This design comes from an exercise in tuning for small area, a short achievable clock period and few clock cycles per item on the open sky130 flow, not from production work.
RTL that was checked went through simulation tests only; none was proved equivalent to the original.

==> module aes_key_step, before the edit <==
module aes_key_step #(parameter ODD = 1) (
    input  wire [255:0] window,
    input  wire [31:0]  sub,
    input  wire [7:0]   rcon,
    output wire [255:0] next_window
);
  wire [31:0] temp;
  wire [31:0] w0, w1, w2, w3;
  wire [31:0] x0r, x01r, x23;
  generate
    if (ODD) begin : g_odd
      assign temp = {sub[23:0], sub[31:24]};
      vec_xor #(8) u_x0r (.a(window[255:248]), .b(rcon), .y(x0r[31:24]));
      assign x0r[23:0] = window[247:224];
    end else begin : g_even
      assign temp = sub;
      assign x0r  = window[255:224];
    end
  endgenerate
  vec_xor #(32) u_x01r (.a(x0r), .b(window[223:192]), .y(x01r));
  vec_xor #(32) u_x23  (.a(window[191:160]), .b(window[159:128]), .y(x23));
  vec_xor #(32) u_w0 (.a(x0r),  .b(temp), .y(w0));
  vec_xor #(32) u_w1 (.a(x01r), .b(temp), .y(w1));
  vec_xor #(32) u_w2 (.a(window[191:160]), .b(w1), .y(w2));
  vec_xor #(32) u_w3 (.a(x23),  .b(w1), .y(w3));
  assign next_window = {window[127:0], w0, w1, w2, w3};
endmodule
clock: 9.0 ns
lec_check: 0
cap_margin: 20
cell_pad_in_sites_detail_placement: 1
cell_pad_in_sites_global_placement: 1
core_margin: 2
core_utilization: 45
cts_buf_list: sky130_fd_sc_hd__clkbuf_16
cts_cluster_diameter: 120
cts_cluster_size: 24
gpl_routability_driven: 0
place_density: 0.55
setup_slack_margin: 5
slew_margin: 20
synth_hierarchical: 1
synth_minimum_keep_size: 0
standard.sh (not shown) runs the stock make flow with config.mk's settings and CLKGATE_MAP_FILE= SYNTH_SCRIPT=/design/flow/synth_recipe.tcl, a recipe that flattens the netlist after the stock synthesis.
==> flow/flow/run.sh <==
#!/bin/bash
set -euo pipefail
args=""
while IFS= read -r line; do
  [[ -z "$line" || "$line" == \#* ]] && continue
  args="$args '$line'"
done < flow/extra.txt
grep -q 'SETUP_SLACK_MARGIN=' standard.sh || true
sed "s/SETUP_SLACK_MARGIN=[-0-9.]* //; s|\"\${@:-finish}\"|$args \"\${@:-finish}\"|" standard.sh > standard_extra.sh
bash standard_extra.sh > flow.log 2>&1
==> flow/flow/extra.txt <==
SETUP_SLACK_MARGIN=5.75
BUFFER_PORTS_ARGS=-buffer_cell sky130_fd_sc_hd__buf_1
Testbench counts at the start, summed over its fixed seeds: cycles 7,208, blocks 1,024.
Edit:
--- a/flow/design.v
+++ b/flow/design.v
@@ -387,11 +387,11 @@
     input  wire [7:0]   rcon,
     output wire [255:0] next_window
 );
   wire [31:0] temp;
   wire [31:0] w0, w1, w2, w3;
-  wire [31:0] x0r, x01r, x23;
+  wire [31:0] x0r, x01r;
   generate
     if (ODD) begin : g_odd
       assign temp = {sub[23:0], sub[31:24]};
       vec_xor #(8) u_x0r (.a(window[255:248]), .b(rcon), .y(x0r[31:24]));
       assign x0r[23:0] = window[247:224];
@@ -399,15 +399,14 @@
       assign temp = sub;
       assign x0r  = window[255:224];
     end
   endgenerate
   vec_xor #(32) u_x01r (.a(x0r), .b(window[223:192]), .y(x01r));
-  vec_xor #(32) u_x23  (.a(window[191:160]), .b(window[159:128]), .y(x23));
   vec_xor #(32) u_w0 (.a(x0r),  .b(temp), .y(w0));
   vec_xor #(32) u_w1 (.a(x01r), .b(temp), .y(w1));
   vec_xor #(32) u_w2 (.a(window[191:160]), .b(w1), .y(w2));
-  vec_xor #(32) u_w3 (.a(x23),  .b(w1), .y(w3));
+  vec_xor #(32) u_w3 (.a(window[159:128]), .b(w2), .y(w3));
   assign next_window = {window[127:0], w0, w1, w2, w3};
 endmodule
 module aes256_enc (
     input  wire         clk,
     input  wire         rst,
The new run passed the timing, DRC and antenna checks.
Worst setup slack is worse by 0.044 ns.
Hold slack barely changes.
Register-to-register slack is worse by 0.04 ns.
Cell count is about the same.
Sequential share of layout area came out lower by 0.61 points.
Global-route usage came out higher by 3.2 points.
Maximum frequency came out lower by 1.3%.
Final area came out higher by 2.0%.
Critical path depth came out lower by 1.
Core utilization came out higher by 1.5 points.
Via count came out higher by about 1.4%.
Only the layout flow was run in the second run of this note; the RTL was not checked for function there.

separate check: timing with driven ports:
The flow's constraints put no driver on any port. The routed layouts listed below were extracted and timed again, unchanged, in two steps. Step 1, drivers: a clkbuf_16 drives clk and a buf_2 each remaining input, both assumed. Step 2 also shifts input and output timing later by t, the mid clock arrival at the registers, as if the neighbouring blocks saw the same clock. a / b / c = no drivers / after step 1 / after step 2; a / b = the first two.
| run | t, ns | slack for setup (ns) | worst hold slack (ns) |
|---|---|---|---|
| the first run | 0.873 | 5.744 / 5.707 / 5.420 | 0.314 / 0.314 / 0.314 |
| the second run | 0.881 | 5.700 / 5.689 / 5.561 | 0.315 / 0.315 / 0.315 |
After both steps setup and hold are still met in every run listed. The setup slack of the first run, which loses most, moves by -0.037 ns with the drivers and by -0.324 ns with both steps.
